Background: an optimization exercise with open tools, aiming at small area. Do not read the settings as production practice.

== v16 ==
## ecc_dec
module ecc_dec (
    input  wire         clk,
    input  wire         rst,
    input  wire         in_valid,
    input  wire [639:0] line_in,
    input  wire [45:0]  addr,
    output reg          out_valid,
    output reg  [511:0] data_out,
    output reg          err,
    output reg  [2:0]   kind,
    output reg  [3:0]   device,
    output reg  [7:0]   syn0,
    output reg  [7:0]   syn1,
    output reg  [7:0]   swmask
);
    function [7:0] xtime;
        input [7:0] b;
        xtime = {b[6:0], 1'b0} ^ (b[7] ? 8'h1D : 8'h00);
    endfunction
    wire [63:0] ad = {18'd0, addr};
    reg [63:0]  s0, s1;
    reg [7:0]   acc, u;
    reg [79:0]  nz;         
    reg [7:0]   clean;
    reg [9:0]   rest_name;  
    reg [9:0]   all_name;   
    reg         all_clean, is_ce, mark0, is_mark;
    reg [3:0]   ce_dev, rest_dev, cdev_c;
    reg [2:0]   kind_c;
    reg [7:0]   syn0_c, syn1_c;
    reg         found;
    reg [511:0] data_c;
    integer j, k;
    always @(*) begin
        for (j = 0; j < 8; j = j + 1) begin
            s0[8*j +: 8] = ad[8*j +: 8];
            acc = 8'h00;
            for (k = 9; k >= 0; k = k - 1) begin
                s0[8*j +: 8] = s0[8*j +: 8] ^ line_in[8*(10*j+k) +: 8];
                acc = xtime(acc) ^ line_in[8*(10*j+k) +: 8];
            end
            s1[8*j +: 8] = acc;
            clean[j] = ~|{s0[8*j +: 8], s1[8*j +: 8]};
            u = s0[8*j +: 8];
            for (k = 0; k < 10; k = k + 1) begin
                nz[10*j+k] = |(s1[8*j +: 8] ^ u);
                u = xtime(u);
            end
            for (k = 0; k < 8; k = k + 1)
                data_c[8*(8*j+k) +: 8] = line_in[8*(10*j+k) +: 8];
        end
        for (k = 0; k < 10; k = k + 1) begin
            rest_name[k] = 1'b1;
            for (j = 1; j < 8; j = j + 1)
                rest_name[k] = rest_name[k] & ~nz[10*j+k];
            all_name[k] = rest_name[k] & ~nz[k];
        end
        all_clean = &clean;
        is_ce     = !all_clean && (|all_name);
  ...
For scale: ~4800 cells after synthesis, ~610 flip-flops.
clock: 6.0 ns
lec_check: 0
cap_margin: 20
core_margin: 2
core_utilization: 40
place_density: 0.6
slew_margin: 20
standard.sh (not shown) runs the stock make flow with config.mk's settings and CLKGATE_MAP_FILE= SYNTH_SCRIPT=/design/flow/synth_recipe.tcl, a recipe that flattens the netlist after the stock synthesis.
==> flow/flow/run.sh <==
#!/bin/bash
# Standard layout with two changes: the port buffers are buf_1 cells (the
# resizer upsizes those on critical paths), and the 3-input xor/xnor cells
# are left out (two 2-input cells are smaller).
export BUFFER_PORTS_ARGS="-buffer_cell sky130_fd_sc_hd__buf_1"
bash standard.sh "DONT_USE_CELLS=sky130_fd_sc_hd__probe_p_8 sky130_fd_sc_hd__probec_p_8 sky130_fd_sc_hd__lpflow_bleeder_1 sky130_fd_sc_hd__lpflow_clkbufkapwr_1 sky130_fd_sc_hd__lpflow_clkbufkapwr_16 sky130_fd_sc_hd__lpflow_clkbufkapwr_2 sky130_fd_sc_hd__lpflow_clkbufkapwr_4 sky130_fd_sc_hd__lpflow_clkbufkapwr_8 sky130_fd_sc_hd__lpflow_clkinvkapwr_1 sky130_fd_sc_hd__lpflow_clkinvkapwr_16 sky130_fd_sc_hd__lpflow_clkinvkapwr_2 sky130_fd_sc_hd__lpflow_clkinvkapwr_4 sky130_fd_sc_hd__lpflow_clkinvkapwr_8 sky130_fd_sc_hd__lpflow_decapkapwr_12 sky130_fd_sc_hd__lpflow_decapkapwr_3 sky130_fd_sc_hd__lpflow_decapkapwr_4 sky130_fd_sc_hd__lpflow_decapkapwr_6 sky130_fd_sc_hd__lpflow_decapkapwr_8 sky130_fd_sc_hd__lpflow_inputiso0n_1 sky130_fd_sc_hd__lpflow_inputiso0p_1 sky130_fd_sc_hd__lpflow_inputiso1n_1 sky130_fd_sc_hd__lpflow_inputiso1p_1 sky130_fd_sc_hd__lpflow_inputisolatch_1 sky130_fd_sc_hd__lpflow_isobufsrc_1 sky130_fd_sc_hd__lpflow_isobufsrc_16 sky130_fd_sc_hd__lpflow_isobufsrc_2 sky130_fd_sc_hd__lpflow_isobufsrc_4 sky130_fd_sc_hd__lpflow_isobufsrc_8 sky130_fd_sc_hd__lpflow_isobufsrckapwr_16 sky130_fd_sc_hd__lpflow_lsbuf_lh_hl_isowell_tap_1 sky130_fd_sc_hd__lpflow_lsbuf_lh_hl_isowell_tap_2 sky130_fd_sc_hd__lpflow_lsbuf_lh_hl_isowell_tap_4 sky130_fd_sc_hd__lpflow_lsbuf_lh_isowell_4 sky130_fd_sc_hd__lpflow_lsbuf_lh_isowell_tap_1 sky130_fd_sc_hd__lpflow_lsbuf_lh_isowell_tap_2 sky130_fd_sc_hd__lpflow_lsbuf_lh_isowell_tap_4 sky130_fd_sc_hd__xor3_1 sky130_fd_sc_hd__xor3_2 sky130_fd_sc_hd__xor3_4 sky130_fd_sc_hd__xnor3_1 sky130_fd_sc_hd__xnor3_2 sky130_fd_sc_hd__xnor3_4" finish > standard.log 2>&1
v16 did not make it past I/O pin placement (3_2_place_iop), where a tool error ended it.
diff inputs: v16 => v44
Settings: putting DIE_AREA at 0 0 350 350 where nothing was set; clearing CORE_MARGIN, which used to be 2; putting CORE_AREA at 2 2 348 348 where nothing was set; clearing CORE_UTILIZATION, which used to be 40.
==> comparison <==
- v44 ran to completion and came out clean on the timing, DRC and antenna checks.
- Compared with v16, in v44 share of flip-flops with an asynchronous set or reset after synthesis about even; post-synthesis cell count about even; die outline height rose 4.4%; share of cell area taken by muxes after synthesis about even; simple logic cell fraction of the synthesized area about even.
- Changes observed in v44 relative to v16: initial core utilization moved down, die extent in x moved up, post-synthesis cell area level, xor and xnor area share after synthesis level.
- Sequential-to-total area share from yosys stat came out exactly the same in v44 and v16.
- The lower placement row count of v44 and v16 is in v16.
Changes in v38 relative to v44:
Settings: CTS_BUF_LIST now sky130_fd_sc_hd__clkbuf_4 sky130_fd_sc_hd__clkbuf_8, previously not set; GPL_TIMING_DRIVEN now 0, previously not set.
Taking v44 as the reference, in v38 number of I/O port buffers stayed essentially flat; global routing usage on met3 rose by 0.66 points; slack of the critical path fell by 610 ps; initial antenna violation count rose by 10; row count stayed essentially flat.
For v38, the capturing instance or port of the critical path was cdev_r[0], unlike v44, where it was kind_r[2].
Per the final summary, v44 finished and its layout is clean on timing, DRC and antenna.
Every stage of v38 finished as expected; the final checks, on the other hand, flagged negative setup slack, which means the layout fails.
No functional check of the RTL was part of any run of this note.

-- re-timing with driven ports --
How much do the figures lean on ideal ports? The routed layouts below were timed once more, with nothing changed but the port constraints.
Step 1, drivers: a clkbuf_16 drives clk and a buf_2 each remaining input, both assumed.
Step 2 adds t to the input delays and takes it off the output delays; t is the mean of the earliest and latest rising clock arrival at the registers after step 1. Input paths then give back, and output paths get back, about the clock's delay inside the block.
Three values: no drivers, after step 1, after step 2; two values: the first two.
| run | shift t [ns] | slack for setup (ns) | hold WS [ns] | worst data-port slew with drivers (ns) |
|---|---|---|---|---|
| v44 | 0.744 | 0.457 / 0.505 / -0.238 | 0.680 / 0.623 / 1.367 | 0.16 |
| v38 | 0.917 | -0.151 / -0.131 / -1.048 | 0.478 / 0.437 / 1.354 | 0.17 |
With both steps, setup timing fails in v44, where it was met with ideal ports. The setup slack of v38, which loses most, moves by +0.020 ns with the drivers and by -0.897 ns with both steps.
